Context: an optimization exercise on an open-source flow, tuned for small area, a short achievable clock period and few clock cycles per item. The choices shown serve that exercise and are no tape-out recipe.
Function was checked by simulation only, so behaviour that the tests miss may differ from the original.
Power and IR drop assume default switching activity.

==> flow/design.v <==
module flume_limit (
    input  wire        clk,
    input  wire        rst,             
    input  wire        in_valid,
    output wire        in_ready,
    input  wire [19:0] in_v_r,          
    input  wire [19:0] in_v_g,
    input  wire [19:0] in_v_b,
    input  wire [3:0]  in_tag,
    input  wire [15:0] in_master,       
    input  wire [19:0] in_ceil,         
    input  wire [19:0] in_fs,           
    input  wire [19:0] in_fg,           
    input  wire        in_emerg,        
    input  wire [19:0] in_elvl,         
    input  wire [19:0] in_pk,           
    input  wire [1:0]  in_sigma,        
    input  wire [15:0] in_d16,          
    output reg         out_valid,
    input  wire        out_ready,
    output wire [19:0] out_v_r,         
    output wire [19:0] out_v_g,
    output wire [19:0] out_v_b,
    output reg  [19:0] out_fs,          
    output reg         out_yield,       
    output reg  [19:0] out_m0,          
    output reg  [15:0] out_dpx          
);
    localparam [19:0] FULL = 20'hFFFFF;
    localparam S_IDLE  = 0;     
    localparam S_MUL   = 1;     
    localparam S_CDIV  = 2;     
    localparam S_FLOOR = 3;     
    localparam S_SW0   = 4;     
    localparam S_SDIV  = 5;     
    localparam S_SK    = 6;     
    localparam [1:0] MD_MST = 2'd0, MD_CEIL = 2'd1, MD_SW = 2'd2;
    reg [6:0]  st;
    reg [3:0]  cnt;
    reg [1:0]  mode;
    reg        cflag;           
    reg        nosw;            
    reg        lt;              
    wire       sdv = st[S_SDIV];
    reg [19:0] xr;              
    reg [19:0] hr;              
    reg [19:0] ov [0:2];        
    reg [19:0] rh [0:2];        
    assign out_v_r = ov[0];
    assign out_v_g = ov[1];
    assign out_v_b = ov[2];
    wire [19:0] in_v [0:2];
    assign in_v[0] = in_v_r;
    assign in_v[1] = in_v_g;
    assign in_v[2] = in_v_b;
    wire        start    = in_valid && (!out_valid || out_ready);
    wire        eraise   = in_emerg && (in_elvl > in_fs);
    wire [19:0] fs_e     = eraise ? in_elvl : in_fs;                   
    wire        yld      = eraise ? (in_elvl > in_ceil) : (in_fs > in_ceil);
    wire [19:0] cpi      = yld ? fs_e : in_ceil;                       
    wire        cf       = in_ceil < in_fg;
    wire        fsgfg    = eraise ? (in_elvl > in_fg) : (in_fs > in_fg);
    wire        fsgt     = cf ? yld : fsgfg;                           
    wire [19:0] flm      = fsgt ? fs_e : (cf ? in_ceil : in_fg);
    wire        vz       = in_emerg && (in_tag != 4'hF);
    wire        domaster = (in_tag <= 4'd8) && !vz && (in_master != 16'hFFFF);
    wire [15:0] mfac     = in_master + {15'd0, in_master[15]};    
    wire [19:0] m01  = (ov[1] > ov[0]) ? ov[1] : ov[0];
    wire [19:0] mx   = (ov[2] > m01) ? ov[2] : m01;
    wire [19:0] cpr  = xr;                                 
    wire        hit  = !cflag && ((ov[0] > cpr) || (ov[1] > cpr) || (ov[2] > cpr));   
    wire [19:0] flr  = hr;
    wire        gt0  = ov[0] > flr;
    wire        gt1  = ov[1] > flr;
    wire        gt2  = ov[2] > flr;
    wire [19:0] mfl  = (gt0 || gt1 || gt2) ? mx : flr;        
    wire [19:0] upk  = (cpr < in_pk) ? cpr : in_pk;        
    wire [20:0] sa   = {1'b0, rh[0][19:0]} - {1'b0, out_m0};    
    wire [20:0] sb   = {1'b0, out_m0} - {1'b0, out_fs};         
    wire        pos  = !sa[20] && (sa[19:0] != 20'd0) && !sb[20] && (sb[19:0] != 20'd0);
    wire [19:0] dnum = (sa[19:0] < sb[19:0]) ? sa[19:0] : sb[19:0];
    wire        gtl  = !lt && out_dpx[1:0] > hr[1:0];        
    wire [15:0] dsel = gtl ? hr[15:0] : out_dpx;              
    wire [15:0] ksrc = st[S_SW0] ? in_d16 : dsel;
    wire        kneg = st[S_SW0] ? in_sigma[1] : hr[16];
    wire [16:0] kfac = kneg ? (17'h10000 - {1'b0, ksrc}) : (17'h10000 + {1'b0, ksrc});
    wire [24:0] mt [0:2];
    wire [20:0] dr1 [0:2];
    wire [20:0] dr2 [0:2];
    wire        dq1 [0:2];
    wire        dq2 [0:2];
    genvar g;
    generate for (g = 0; g < 3; g = g + 1) begin : ch
        assign mt[g] = {5'd0, rh[g]} + xr * ov[g][4:0];
        wire        zsh = (g == 0) && sdv;
        wire        nb1 = zsh ? 1'b0 : ov[g][19];
        wire        nb2 = zsh ? 1'b0 : ov[g][18];
        wire [20:0] t1  = {rh[g][19:0], nb1};
        wire [21:0] s1  = {1'b0, t1} - {2'b0, out_m0};
        assign dq1[g]   = !s1[21];
        wire [19:0] r1  = dq1[g] ? s1[19:0] : t1[19:0];
        wire [20:0] t2  = {r1, nb2};
        wire [21:0] s2  = {1'b0, t2} - {2'b0, out_m0};
        assign dq2[g]   = !s2[21];
        assign dr2[g]   = {1'b0, dq2[g] ? s2[19:0] : t2[19:0]};
        assign dr1[g]   = {1'b0, r1};
    end endgenerate
    wire [1:0]  qb    = {dq1[0], dq2[0]};
    wire [1:0]  pb    = out_dpx[1:0];
    wire [1:0]  db    = hr[5'd17 - {cnt[2:0], 1'b0} -: 2];
    wire        mlast = (cnt == 4'd3);
    assign in_ready = (st[S_FLOOR] && nosw && !cflag) || st[S_SW0];
    wire   done     = (st[S_FLOOR] && nosw && !hit) ||
                      (st[S_SW0] && !pos) ||
                      (st[S_MUL] && mode == MD_SW && mlast);
    integer i;
    always @(posedge clk) begin
        if (rst) begin
            st <= 7'd1 << S_IDLE;
            out_valid <= 1'b0;
        end else begin
            if (out_valid && out_ready)
                out_valid <= 1'b0;
            if (done)
                out_valid <= 1'b1;
            case (1'b1)
                st[S_IDLE]: if (start) begin
                    out_fs    <= fs_e;
                    out_yield <= yld;
                    hr        <= flm;
                    cflag     <= 1'b0;
                    for (i = 0; i < 3; i = i + 1) begin
                        ov[i] <= vz ? 20'd0 : in_v[i];
                        rh[i] <= 20'h8000;
                    end
                    nosw <= !in_sigma[0] || (in_d16 == 16'd0);
                    mode <= MD_MST;
                    cnt  <= 4'd0;
                    if (domaster) begin
                        xr     <= {4'd0, mfac};
                        out_m0 <= cpi;
                        st     <= 7'd1 << S_MUL;
                    end else begin
                        xr     <= cpi;
                        st     <= 7'd1 << S_FLOOR;
                    end
                end
                st[S_MUL]: begin
                    cnt <= cnt + 4'd1;
                    for (i = 0; i < 3; i = i + 1) begin
                        rh[i] <= mt[i][24:5];
                        ov[i] <= {mt[i][4:0], ov[i][19:5]};
                    end
                    if (mlast) begin
                        cnt <= 4'd0;
                        case (mode)
                            MD_MST: begin
                                for (i = 0; i < 3; i = i + 1) ov[i] <= mt[i][20:1];
                                xr <= out_m0;      
                                st <= 7'd1 << S_FLOOR;
                            end
                            MD_CEIL: st <= 7'd1 << S_CDIV;
                            default: begin
                                for (i = 0; i < 3; i = i + 1)
                                    ov[i] <= mt[i][21] ? FULL : mt[i][20:1];
                                st <= 7'd1 << S_IDLE;
                            end
                        endcase
                    end
                end
                st[S_CDIV]: begin
                    cnt <= cnt + 4'd1;
                    for (i = 0; i < 3; i = i + 1) begin
                        rh[i] <= dr2[i][19:0];
                        ov[i] <= {ov[i][17:0], dq1[i], dq2[i]};
                    end
                    if (cnt == 4'd9) begin
                        st <= 7'd1 << S_FLOOR;
                    end
                end
                st[S_FLOOR]: if (hit) begin
                    cflag  <= 1'b1;
                    out_m0 <= mx;                  
                    for (i = 0; i < 3; i = i + 1) rh[i] <= 20'd0;
                    mode  <= MD_CEIL;
                    cnt   <= 4'd0;
                    st <= 7'd1 << S_MUL;
                end else begin
                    ov[0]  <= gt0 ? ov[0] : flr;
                    ov[1]  <= gt1 ? ov[1] : flr;
                    ov[2]  <= gt2 ? ov[2] : flr;
                    out_m0 <= cflag ? cpr : mfl;
                    rh[0]  <= upk;
                    if (nosw) begin
                        out_dpx <= 16'd0;
                        st <= 7'd1 << S_IDLE;
                    end else begin
                        st <= 7'd1 << S_SW0;
                    end
                end
                st[S_SW0]: begin
                    cnt <= 4'd0;
                    lt  <= 1'b0;
                    hr  <= {3'd0, in_sigma[1], in_d16};
                    if (!pos) begin
                        out_dpx <= 16'd0;
                        st <= 7'd1 << S_IDLE;
                    end else begin
                        rh[0]   <= dnum;
                        rh[1]   <= 20'h8000;
                        rh[2]   <= 20'h8000;
                        xr      <= {3'd0, kfac};
                        out_dpx <= 16'd0;
                        st <= 7'd1 << S_SDIV;
                    end
                end
                st[S_SDIV]: begin
                    cnt     <= cnt + 4'd1;
                    rh[0]   <= dr2[0][19:0];
                    out_dpx <= {out_dpx[13:0], qb};
                    if (cnt != 4'd0 && !lt && pb > db) begin
                        out_dpx <= hr[15:0];
                        rh[0]   <= 20'h8000;
                        mode    <= MD_SW;
                        cnt     <= 4'd0;
                        st      <= 7'd1 << S_MUL;
                    end else begin
                        if (cnt != 4'd0 && pb < db) lt <= 1'b1;
                        if (cnt == 4'd7) st <= 7'd1 << S_SK;
                    end
                end
                st[S_SK]: begin
                    out_dpx <= dsel;
                    xr <= {3'd0, kfac};
                    for (i = 0; i < 3; i = i + 1) rh[i] <= 20'h8000;
                    mode <= MD_SW;
                    cnt  <= 4'd0;
                    st <= 7'd1 << S_MUL;
                end
                default: ;
            endcase
        end
    end
endmodule
Settings: LEC_CHECK=0, ABC_AREA=1, CAP_MARGIN=20, CORE_MARGIN=2, CORE_UTILIZATION=40, CTS_BUF_LIST=sky130_fd_sc_hd__clkbuf_4 sky130_fd_sc_hd__clkbuf_8, SLEW_MARGIN=20; clock period 13.0 ns.
standard.sh (not shown) runs the stock make flow with config.mk's settings and CLKGATE_MAP_FILE= SYNTH_SCRIPT=/design/flow/synth_recipe.tcl, a recipe that flattens the netlist after the stock synthesis.
==> flow/flow/run.sh <==
#!/bin/bash
# Standard synthesis and layout. Changes: the port buffers that global
# placement inserts are the smallest buffer cell, and timing repair aims for
# setup slack of 8.5 ns (the clock period is unchanged).
set -euo pipefail
bash standard.sh synth > synth.log 2>&1
export BUFFER_PORTS_ARGS="-buffer_cell sky130_fd_sc_hd__buf_1"
export SETUP_SLACK_MARGIN=8.5
bash standard.sh finish > layout.log 2>&1
The first run passed the timing, DRC and antenna checks.
Testbench counts at the start, summed over its fixed seeds: cycles 77,586, pixels 9,000.
Change:
==> flow/flow/run.sh (replaced) <==
#!/bin/bash
# Standard synthesis and layout; the only change is that the port buffers
# that global placement inserts are the smallest buffer cell.
set -euo pipefail
bash standard.sh synth > synth.log 2>&1
export BUFFER_PORTS_ARGS="-buffer_cell sky130_fd_sc_hd__buf_1"
bash standard.sh finish > layout.log 2>&1
Cell area shrinks by 22%.
Count of clock-buffer cells in the layout grows by 10.
Global-route usage shrinks by 3.5 points.
Total power shrinks by 35%.
Setup slack got worse by 1.5 ns.
Via count shrinks by 11%.
Critical path depth shrinks by 8.


lane 1:
flume_limit, a different RTL version from the one above (not shown whole).
Size in the first run: ~6200 cells after synthesis, about 240 flip-flops, roughly 320 I/O pins.
export LEC_CHECK = 0
export ABC_AREA = 1
export CAP_MARGIN = 20
export CORE_MARGIN = 2
export CORE_UTILIZATION = 40
export CTS_BUF_LIST = sky130_fd_sc_hd__clkbuf_4 sky130_fd_sc_hd__clkbuf_8
export SLEW_MARGIN = 20
create_clock -name core_clock -period 13.0 [get_ports {clk}]
==> flow/flow/run.sh <==
#!/bin/bash
# Standard synthesis and layout. Changes: the port buffers that global
# placement inserts are the smallest buffer cell, and timing repair aims for
# setup slack of 7.2 ns (the clock period is unchanged).
set -euo pipefail
bash standard.sh synth > synth.log 2>&1
export BUFFER_PORTS_ARGS="-buffer_cell sky130_fd_sc_hd__buf_1"
export SETUP_SLACK_MARGIN=7.2
bash standard.sh finish > layout.log 2>&1
Testbench counts of lane 1, summed over its fixed seeds: cycles 86,586, pixels 9,000.
The following lists how lane 2 was set up differently from lane 1:
==> flow/flow/run.sh <==
#!/bin/bash
# Standard synthesis and layout; the only change is that the port buffers
# that global placement inserts are the smallest buffer cell.
set -euo pipefail
bash standard.sh synth > synth.log 2>&1
export BUFFER_PORTS_ARGS="-buffer_cell sky130_fd_sc_hd__buf_1"
bash standard.sh finish > layout.log 2>&1
Results
Sum of net half-perimeters after detailed placement: lane 2 vs lane 1 identical. From lane 1 to lane 2 the numbers moved as follows: global-route wire length before repair ~0 delta, detailed-route vias per instance ~0 delta, cell area -0.49%, latest clock arrival within the worst-skew pair ~0 delta. The wire length of lane 1 and that of lane 2 are within noise of each other. Lane 2 finished end to end and its layout was clean on timing, DRC and antenna. Lane 2 and lane 1 ended up with nearly the same combinational-cell power consumption. Setup slack: lane 2 less than lane 1. As far as global-route total usage across every layer is concerned, lane 1 and lane 2 perform about the same. As far as number of fill cells in the layout is concerned, lane 2 and lane 1 perform about the same.


Setup of job 103:
flume_limit, a different RTL version from the one above (not shown whole).
Size in the first run: ~240 flip-flops, ~0.039 sq mm of cells after synthesis.
Settings: LEC_CHECK=0, ABC_AREA=1, CAP_MARGIN=20, CORE_MARGIN=2, CORE_UTILIZATION=40, SLEW_MARGIN=20; clock period 13.0 ns.
run.sh (not shown) runs the stock make flow with config.mk's settings and CLKGATE_MAP_FILE= SYNTH_SCRIPT=/design/flow/synth_recipe.tcl, a recipe that flattens the netlist after the stock synthesis.
Stock flow here: none of the scripts above is used.
Job 103 did not stop at any stage, and its layout met the timing, DRC and antenna checks.
Testbench counts of job 103, summed over its fixed seeds: cycles 94,225, pixels 9,000.
diff inputs: job 103 => job 102
==> flow/flow/run.sh (new file) <==
#!/bin/bash
# Standard synthesis and layout; the only change is that the port buffers
# that global placement inserts are the smallest buffer cell.
set -euo pipefail
bash standard.sh synth > synth.log 2>&1
export BUFFER_PORTS_ARGS="-buffer_cell sky130_fd_sc_hd__buf_1"
bash standard.sh finish > layout.log 2>&1
==> flow/standard.sh (new file) <==
#!/bin/bash
# synth_recipe.tcl (not shown) runs the flow's synth.tcl, then flattens the netlist and writes it again
# the make line also repeats each setting of config.mk as NAME=value (left out here)
make -C /OpenROAD-flow-scripts/flow DESIGN_CONFIG=/design/flow/config.mk WORK_HOME=/design/flow/orfs CLKGATE_MAP_FILE= SYNTH_SCRIPT=/design/flow/synth_recipe.tcl "${@:-finish}"
removed: flow/run.sh
Delta (job 102 minus job 103): total detailed-routing wirelength decreased about 0.3%; detailed-routing wirelength on met1 increased 2300 um; filler-free cell count of the finished design essentially unchanged; top achievable clock speed decreased about 0.7%; layout overhead on the synthesized area decreased 5.0 points. Critical path depth for job 102: 8.3% up relative to job 103. From job 103 to job 102 the numbers moved as follows: count of clock-buffer cells in the layout went up; global placer's final weighted congestion went up.

[re-timing with driven ports]
How much do the figures lean on ideal ports? The routed layouts below were timed once more, with nothing changed but the port constraints.
Step 1 (the two cells are an assumption about what drives the block):
set clk [get_ports {clk}]
set_driving_cell -lib_cell sky130_fd_sc_hd__clkbuf_16 $clk
set_driving_cell -lib_cell sky130_fd_sc_hd__buf_2 [delete_from_list [all_inputs] $clk]
Step 2 times the ports against the registers' clock, not the clock port: input delays grow and output delays shrink by t, the midpoint of the rising clock arrivals with the driver on.
Three values: no drivers, after step 1, after step 2; two values: the first two.
| run | t (ns) | slack for setup (ns) | latest minus earliest clock arrival (ns) | slew at the worst register clock pin (ns) | worst slew at a driven data input, ns |
|---|---|---|---|---|---|
| the first run of note 1 | 0.795 | 8.205 / 8.205 / 7.742 | 0.059 / 0.060 | 0.08 / 0.08 | 0.13 |
| the second run of note 1 | 0.751 | 6.679 / 6.679 / 6.569 | 0.052 / 0.052 | 0.08 / 0.08 | 0.11 |
| lane 1 | 0.750 | 7.394 / 7.394 / 7.050 | 0.072 / 0.071 | 0.07 / 0.07 | 0.09 |
| lane 2 | 0.752 | 7.050 / 7.050 / 7.036 | 0.078 / 0.078 | 0.07 / 0.07 | 0.09 |
| job 103 | 0.646 | 6.423 / 6.423 / 6.286 | 0.040 / 0.040 | 0.07 / 0.07 | 0.07 |
| job 102 | 0.641 | 6.377 / 6.377 / 6.377 | 0.036 / 0.036 | 0.07 / 0.07 | 0.07 |
After both steps setup and hold are still met in every run listed. The setup slack of the first run of note 1, which loses most, moves by 0.000 ns with the drivers and by -0.463 ns with both steps.
